Context: an optimization exercise on an open-source flow, tuned for small area, a short achievable clock period and few clock cycles per item. The choices shown serve that exercise and are no tape-out recipe. The RTL was checked by simulation tests, not by an equivalence proof against the original design. No activity file was given, so power comes from the tool's default toggle rates.

[run.sh]
#!/bin/bash
# synth_recipe.tcl (not shown) runs the flow's synth.tcl, then flattens the netlist and writes it again
# the make line also repeats each setting of config.mk as NAME=value (left out here)
make -C /OpenROAD-flow-scripts/flow DESIGN_CONFIG=/design/flow/config.mk WORK_HOME=/design/flow/orfs CLKGATE_MAP_FILE= SYNTH_SCRIPT=/design/flow/synth_recipe.tcl finish
[config.mk]
export PLATFORM = sky130hd
export DESIGN_NAME = press_f0_enc
export DESIGN_NICKNAME = press_f0_enc
export VERILOG_FILES = /design/flow/design.v
export SDC_FILE = /design/flow/constraint.sdc
export NUM_CORES = 4
export LEC_CHECK = 0
export CAP_MARGIN = 20
export CORE_MARGIN = 2
export CORE_UTILIZATION = 40
export PLACE_DENSITY = 0.6
export SLEW_MARGIN = 20
[constraint.sdc]
create_clock -name core_clock -period 12.0 [get_ports {clk}]
set_input_delay 2.4000 -clock core_clock [delete_from_list [all_inputs] [get_ports {clk}]]
set_output_delay 2.4000 -clock core_clock [all_outputs]
set_load 0.01 [all_outputs]
[design.v]
module press_f0_enc (
    input  wire        clk,
    input  wire        rst,
    input  wire        in_valid,
    output wire        in_ready,
    input  wire [31:0] in_data,
    input  wire        in_first,
    input  wire        in_last,
    input  wire [31:0] in_base,
    input  wire [31:0] in_first_run,
    output wire        out_valid,
    input  wire        out_ready,
    output wire [31:0] out_data,
    output wire        out_last,
    output wire [31:0] out_bits
);
    localparam [31:0] NO_RUN = 32'hC000_0000;
    localparam [1:0] C_M = 2'd0, C_G = 2'd1, C_S = 2'd2, C_L = 2'd3;
    localparam [2:0] S_IN    = 3'd0,    
                     S_DISP  = 3'd1,    
                     S_RU    = 3'd2,    
                     S_RR    = 3'd3,    
                     S_GAP   = 3'd4,    
                     S_RAW   = 3'd5,    
                     S_FLUSH = 3'd6;    
    reg [2:0]  state;
    reg [31:0] w;
    reg        w_last;
    reg [31:0] p;
    reg [31:0] q;
    reg [19:0] ps;
    reg [10:0] need;
    reg [2:0]  body;
    reg [31:0] ctx_a [0:3];
    reg [5:0]  ctx_n [0:3];
    reg [1:0]  cur;         
    reg [31:0] u;           
    reg [4:0]  k_r;         
    reg        esc_r;       
    reg [31:0] rr;
    reg [5:0]  pos;         
    reg [63:0] acc;
    reg [6:0]  nb;
    reg [31:0] bits_total;
    reg        o_valid;
    reg [31:0] o_data;
    reg        o_last;
    reg [31:0] o_bits;
    assign in_ready  = (state == S_IN);
    assign out_valid = o_valid;
    assign out_data  = o_data;
    assign out_last  = o_last;
    assign out_bits  = o_bits;
    function [4:0] rice_k;
        input [31:0] a;
        input [5:0]  n;
        integer i;
        reg [63:0] t;
        begin
            rice_k = 5'd31;
            for (i = 30; i >= 0; i = i - 1) begin
                t = {58'd0, n} << i;
                if (t >= {32'd0, a})
                    rice_k = i[4:0];
            end
        end
    endfunction
    function [6:0] rice_len;
        input [31:0] v;
        input [4:0]  k;
        reg [31:0] qq;
        begin
            qq = v >> k;
            if (qq < 32'd24)
                rice_len = qq[6:0] + 7'd1 + {2'd0, k};
            else
                rice_len = 7'd56;
        end
    endfunction
    function [5:0] popcount;
        input [31:0] v;
        integer i;
        begin
            popcount = 6'd0;
            for (i = 0; i < 32; i = i + 1)
                popcount = popcount + {5'd0, v[i]};
        end
    endfunction
    function [4:0] lowest;
        input [31:0] v;
        integer i;
        begin
            lowest = 5'd0;
            for (i = 31; i >= 0; i = i - 1)
                if (v[i])
                    lowest = i[4:0];
        end
    endfunction
    wire is_value = (need != 11'd0);
    wire is_body  = !is_value && (body != 3'd0);
    wire is_run   = (w[31:30] == 2'b00);
    wire is_abs   = (w[31:30] == 2'b10);
    wire [31:0] resid = w ^ p;
    wire signed [21:0] skip_d = $signed({2'b00, w[19:0]}) - $signed({2'b00, ps});
    wire [21:0] skip_z = skip_d[21] ? ((~skip_d) << 1) | 22'd1 : (skip_d << 1);
    wire [31:0] z32    = {10'd0, skip_z};
    wire [31:0] n1     = {22'd0, w[29:20]};
    wire [4:0] k_s = rice_k(ctx_a[C_S], ctx_n[C_S]);
    wire [4:0] k_l = rice_k(ctx_a[C_L], ctx_n[C_L]);
    wire [7:0] run_len = 8'd1 + {1'b0, rice_len(z32, k_s)} + {1'b0, rice_len(n1, k_l)};
    wire       run_short = is_run && (run_len <= 8'd33);
    wire [4:0]  k_c   = rice_k(ctx_a[cur], ctx_n[cur]);
    wire [31:0] q_c   = u >> k_c;
    wire        esc_c = (q_c >= 32'd24);
    reg        em_v;
    reg [31:0] em_val;
    reg [5:0]  em_len;
    always @(*) begin
        em_v   = 1'b0;
        em_val = 32'd0;
        em_len = 6'd0;
        case (state)
            S_DISP: begin
                em_v = 1'b1;
                if (is_value) begin
                    em_val = (resid == q) ? 32'd1 : 32'd0;
                    em_len = 6'd1;
                end else if (is_body) begin
                    em_val = w;
                    em_len = 6'd32;
                end else begin
                    em_val = run_short ? 32'd0 : 32'd1;
                    em_len = 6'd1;
                end
            end
            S_RU: begin
                em_v = 1'b1;
                if (esc_c) begin
                    em_val = 32'h00FF_FFFF;
                    em_len = 6'd24;
                end else begin
                    em_val = (32'd1 << q_c[4:0]) - 32'd1;
                    em_len = q_c[5:0] + 6'd1;
                end
            end
            S_RR: begin
                em_v = 1'b1;
                if (esc_r) begin
                    em_val = u;
                    em_len = 6'd32;
                end else begin
                    em_val = u & ((32'd1 << k_r) - 32'd1);
                    em_len = {1'b0, k_r};
                end
            end
            S_RAW: begin
                em_v   = 1'b1;
                em_val = w;
                em_len = 6'd32;
            end
            default: ;
        endcase
    end
    wire        out_free = !o_valid || out_ready;
    wire        drain    = out_free && (nb > 7'd32);
    wire [63:0] acc_d    = drain ? (acc >> 32) : acc;
    wire [6:0]  nb_d     = drain ? (nb - 7'd32) : nb;
    wire        can_emit = (nb_d <= 7'd32);
    wire        go       = !em_v || can_emit;
    wire        fin      = (state == S_FLUSH) && !drain && (nb <= 7'd32) && out_free;
    always @(posedge clk) begin
        if (rst) begin
            o_valid <= 1'b0;
            o_last  <= 1'b0;
            acc     <= 64'd0;
            nb      <= 7'd0;
        end else begin
            if (out_ready)
                o_valid <= 1'b0;
            if (drain) begin
                o_valid <= 1'b1;
                o_data  <= acc[31:0];
                o_last  <= 1'b0;
            end
            if (fin) begin
                o_valid <= 1'b1;
                o_data  <= acc[31:0];
                o_last  <= 1'b1;
                o_bits  <= bits_total;
                acc     <= 64'd0;
                nb      <= 7'd0;
            end else if (em_v && can_emit) begin
                acc <= acc_d | ({32'd0, em_val} << nb_d);
                nb  <= nb_d + {1'b0, em_len};
            end else begin
                acc <= acc_d;
                nb  <= nb_d;
            end
        end
    end
    integer c;
    always @(posedge clk) begin
        if (rst) begin
            state <= S_IN;
        end else begin
            case (state)
                S_IN: begin
                    if (in_valid) begin
                        w      <= in_data;
                        w_last <= in_last;
                        if (in_first) begin
                            p    <= in_base;
                            q    <= 32'd0;
                            body <= 3'd0;
                            if (in_first_run != NO_RUN) begin
                                ps   <= in_first_run[19:0];
                                need <= {1'b0, in_first_run[29:20]} + 11'd1;
                            end else begin
                                ps   <= 20'd0;
                                need <= 11'd0;
                            end
                            for (c = 0; c < 4; c = c + 1) begin
                                ctx_a[c] <= 32'd1;
                                ctx_n[c] <= 6'd1;
                            end
                            bits_total <= 32'd0;
                        end
                        state <= S_DISP;
                    end
                end
                S_DISP: begin
                    if (go) begin
                        bits_total <= bits_total + {26'd0, em_len};
                        if (is_value) begin
                            q    <= resid;
                            p    <= w;
                            need <= need - 11'd1;
                            if (resid == q) begin
                                state <= w_last ? S_FLUSH : S_IN;
                            end else begin
                                rr    <= resid;
                                pos   <= 6'd0;
                                cur   <= C_M;
                                u     <= {26'd0, popcount(resid)};
                                state <= S_RU;
                            end
                        end else if (is_body) begin
                            body  <= body - 3'd1;
                            state <= w_last ? S_FLUSH : S_IN;
                        end else begin
                            if (is_run) begin
                                ps   <= w[19:0];
                                need <= {1'b0, w[29:20]} + 11'd1;
                            end else if (is_abs) begin
                                body <= 3'd5;
                            end
                            if (run_short) begin
                                cur   <= C_S;
                                u     <= z32;
                                state <= S_RU;
                            end else begin
                                state <= S_RAW;
                            end
                        end
                    end
                end
                S_RU: begin
                    if (go) begin
                        bits_total <= bits_total + {26'd0, em_len};
                        k_r   <= k_c;
                        esc_r <= esc_c;
                        if (ctx_n[cur] == 6'd31) begin
                            ctx_a[cur] <= (ctx_a[cur] + u) >> 1;
                            ctx_n[cur] <= 6'd16;
                        end else begin
                            ctx_a[cur] <= ctx_a[cur] + u;
                            ctx_n[cur] <= ctx_n[cur] + 6'd1;
                        end
                        if (esc_c || k_c != 5'd0) begin
                            state <= S_RR;
                        end else begin
                            case (cur)
                                C_M:     state <= (rr != 32'd0) ? S_GAP : (w_last ? S_FLUSH : S_IN);
                                C_G:     state <= (rr != 32'd0) ? S_GAP : (w_last ? S_FLUSH : S_IN);
                                C_S:     begin cur <= C_L; u <= n1; state <= S_RU; end
                                default: state <= w_last ? S_FLUSH : S_IN;
                            endcase
                        end
                    end
                end
                S_RR: begin
                    if (go) begin
                        bits_total <= bits_total + {26'd0, em_len};
                        case (cur)
                            C_M:     state <= (rr != 32'd0) ? S_GAP : (w_last ? S_FLUSH : S_IN);
                            C_G:     state <= (rr != 32'd0) ? S_GAP : (w_last ? S_FLUSH : S_IN);
                            C_S:     begin cur <= C_L; u <= n1; state <= S_RU; end
                            default: state <= w_last ? S_FLUSH : S_IN;
                        endcase
                    end
                end
                S_GAP: begin
                    cur   <= C_G;
                    u     <= {27'd0, lowest(rr)} - {26'd0, pos};
                    pos   <= {1'b0, lowest(rr)} + 6'd1;
                    rr    <= rr & ~(32'd1 << lowest(rr));
                    state <= S_RU;
                end
                S_RAW: begin
                    if (go) begin
                        bits_total <= bits_total + {26'd0, em_len};
                        state <= w_last ? S_FLUSH : S_IN;
                    end
                end
                S_FLUSH: begin
                    if (fin)
                        state <= S_IN;
                end
                default: state <= S_IN;
            endcase
        end
    end
endmodule
==> run notes <==
-- flip-flops by register name, summed over array words and instances, names as in the netlist, 5 cells and up, named ones only --
| register | cells |
|---|---|
| bits_total | 32 |
| w | 32 |
| ps | 20 |
| u | 22 |
| q | 32 |
| k_r | 5 |
| need | 11 |
| p | 32 |
| acc | 64 |
| ctx_n | 24 |
| nb | 7 |
| o_bits | 32 |
| pos | 6 |
| ctx_a | 128 |
| o_data | 32 |
| rr | 32 |
-- kinds of logic after synthesis --
group	share of synthesized area
muxes	0.0501
xor gates and xnor gates	0.0356
buffers and inverters	0.0419
AOI/OAI and AO/OA	0.217
adders and majority gates	0.174
and+or+nand+nor	0.179
other	0.0000755
DFF	0.302
-- layout by cell type (no fill, tap or decap), types with 35 or more instances in the layout --
master           Yosys  final
o21a_1              62     62
a211oi_1            57     57
mux4_2              44     44
nand3_1            112    112
nand2b_1            63     62
buf_4                6    112
a21o_1             180    180
mux2i_1            121    121
dfxtp_1             78     74
nor2b_1             75     75
a31oi_1             81     80
ha_1               640    640
a21oi_1            354    349
clkdlybuf4s50_1      0    168
xor2_1              74     74
and3_1              46     46
edfxtp_1           447    447
xnor2_1            123    123
o211ai_1            68     68
nor2_1             496    490
or3_1               43     41
inv_1              281    281
and2_1              71     70
nor3_1             140    137
clkbuf_16            0     62
o22ai_1             35     35
nand4_1             56     56
o21ai_0            299    298
nand2_1            575    572
nor4_1              46     46
-- critical path: cells and delay by family, from the launching register on --
| kind | cells | cell delay (ns) |
|---|---|---|
| compound gates | 23 | 5.51 |
| simple gates | 10 | 3.11 |
| fa+ha+maj | 3 | 1.05 |
| flops | 1 | 0.49 |
| buf+inv | 2 | 0.39 |
| mux | 1 | 0.23 |
| xor+xnor | 2 | 0.19 |
-- routing by layer --
layer	global-route usage	vias up	wire, um
met2	0.412	1986	76300
met3	0.0330	293	14000
li1	-	21100	-
met1	0.369	21600	74600
met5	0	-	13
met4	0.0792	2	5130
-- through the flow --
step / total power [W] / utilization / instance area (um^2) / setup slack [ns]
after floorplan: 0.0121 / - / 49700 / 2.14
after CTS: 0.0176 / 0.448 / 55300 / 1.12
after global placement: 0.0156 / 0.432 / 53400 / 1.15
final: 0.0178 / 0.448 / 55300 / 0.922
after detailed placement: 0.0156 / 0.432 / 53400 / 1.09
after global routing: 0.0191 / 0.448 / 55300 / 0.208
-- power groups by stage --
| stage | logic, W | registers, W | clock network, W |
|---|---|---|---|
| 2_1_floorplan | 0.00921 | 0.00285 | 0 |
| 3_3_place_gp | 0.0126 | 0.00301 | 0 |
| 3_5_place_dp | 0.0126 | 0.00301 | 0 |
| 4_1_cts | 0.0127 | 0.00298 | 0.00186 |
| 5_1_grt | 0.0142 | 0.00302 | 0.00192 |
| 6_report | 0.0130 | 0.00299 | 0.00183 |
-- final timing paths --
path	start	endpoint	slack (ns)	cells after the start
worst max register to register	ctx_a[2][0]$_SDFFCE_PN1P_	acc[29]$_SDFF_PP0_	0.92	41
worst min-delay path	acc[0]$_SDFF_PP0_	o_data[0]$_DFFE_PP_	0.43	0
worst min register to register	acc[0]$_SDFF_PP0_	o_data[0]$_DFFE_PP_	0.43	0
worst max-delay path	ctx_a[2][0]$_SDFFCE_PN1P_	acc[29]$_SDFF_PP0_	0.92	41
-- cell type report --
| class | count | area (um^2) |
|---|---|---|
| fill | 12000 | 68100 |
| multi-input combinational | 4505 | 32700 |
| sequential | 525 | 15000 |
| timing repair buffer | 281 | 2550 |
| tap | 1637 | 2050 |
| clock buffer | 78 | 1650 |
| inverter | 289 | 1080 |
| clock inverter | 29 | 267 |
| antenna | 3 | 7.51 |
==> flow_summary.json <==
{
  "finalNonFillerCells": 7347,
  "clkPwrFrac": 0.103,
  "post_cts_resized": 0,
  "clk_path_buf_depth": 3,
  "layout_worst_path_cycle_share": 0.923,
  "io-pin-count": 169,
  "drc": 0,
  "layout-drive-gt1-share": 0.0710,
  "clock_latency_ns": 0.67,
  "cts_tree": "done",
  "syn_area_mm2": 0.0497,
  "p_comb_frac": 0.729,
  "maxCapViolCount": 0,
  "yosysWarningCount": 1,
  "core_area_mm2": 0.123,
  "sequentialPowerShare": 0.168,
  "ys_seq_elements": 525,
  "synthToLayoutAreaGrowth_pct": 11.4,
  "drtIter0Drc": 4522,
  "dr.pass1.iters": 6,
  "drv_slew": 0,
  "cts_max_level": 2,
  "fp.dieH_um": 356,
  "grt-ovfl-total": 0,
  "hold_viol": 0,
  "ys_top_cells_by_area": "edfxtp_1 (27%), ha_1 (16%), nand2_1 (4.3%)",
  "grt_max_degree": 74,
  "setup_tns_ns": 0,
  "netlist_instances": 5561,
  "status": "no timing/DRC/antenna violations",
  "setup_viol": 0,
  "slowest_delay_ns": 0.78,
  "globalplace.congestion": 0.969,
  "critPathSlowestCell": "a31oi_4",
  "leakagePower_nw": 22.8,
  "synth_common_cells": "ha_1 (640), nand2_1 (575), nor2_1 (496), edfxtp_1 (447), a21oi_1 (354)",
  "holdWs_ns": 0.432,
  "path_class": "register to register",
  "cts_hold_buf": 0,
  "synth_cell_types": 117,
  "cp_common_cell": "o21ai_0",
  "synth-main-ff-cell": "edfxtp_1",
  "switching_share": 0.523,
  "avgViaCountPerCell": 6.13,
  "grtUsageTotal": 0.260,
  "dieWidth_um": 356,
  "synth_edf_count": 447,
  "grt_pass1_wl_um": 260000,
  "layout_min_cycle_time_ns": 11.08,
  "grt_pass1_vias": 42600,
  "min_path_type": "register to register",
  "synthArstFlopShare": 0,
  "clock.fmax_mhz": 90.3,
  "cts_setup_buffers": 0,
  "numCtsBuffers": 59,
  "via_count": 45000,
  "synth.top_cell.area_share": 0.270,
  "yosysTopAreaCell": "edfxtp_1",
  "dp_hpwl_um": 127000,
  "fin_nets": 6435,
  "avgRoutedWirePerCell_um": 23.2,
  "drtAntennaViolNets": 0,
  "grt_antenna_before_repair": 3,
  "yosysSeqAreaShare": 0.302,
  "worst_pin_slew_ns": 1.20,
  "rsz0062_at_grt": "false",
  "port_buffers": 168,
  "cts_sinks": 525,
  "start_kind": "register",
  "postSynthAreaPerCell_um2": 8.93,
  "irDropWorstVdd_mv": 0.574,
  "required_ns": 12.54,
  "switchingPower_w": 0.00931,
  "power_density_mw_per_mm2": 322,
  "dieArea_mm2": 0.127,
  "crit_arrival_ns": 11.62,
  "path_max_fanout": 28,
  "maxSlewHeadroom": 0.194,
  "synth_most_common_cell": "ha_1",
  "p_int_w": 0.00849,
  "cts_root_buf": "clkbuf_16",
  "skew_ns": 0.0422,
  "finalWirelength_um": 170000,
  "cp-end-kind": "register",
  "dp_cells": 7236,
  "floorplan.initialDensity": 0.402,
  "num_rows": 129,
  "path_clk_slew_ns": 0.07
}
Testbench counts, summed over its fixed seeds: cycles 1,333,670, items 152,338.

## separate check: timing with driven ports
No port has a modelled driver above. Below, the same layout with a new extraction and two added sets of constraints. Step 1: set_driving_cell puts a clkbuf_16 on clk and a buf_2 on each other input, an assumption about the parent block. Step 2 times the ports against the registers' clock, not the clock port: input delays grow and output delays shrink by t, the midpoint of the rising clock arrivals with the driver on. Slacks: ideal ports / drivers / drivers and shift; pairs: ideal ports / drivers.
shift t [ns]: 0.719
setup WS [ns]: 0.922 / 0.922 / 0.922
worst slew at a driven data input, ns: 0.11
After both steps setup and hold are still met in this run. The setup slack of this run moves by 0.000 ns with the drivers and by 0.000 ns with both steps.
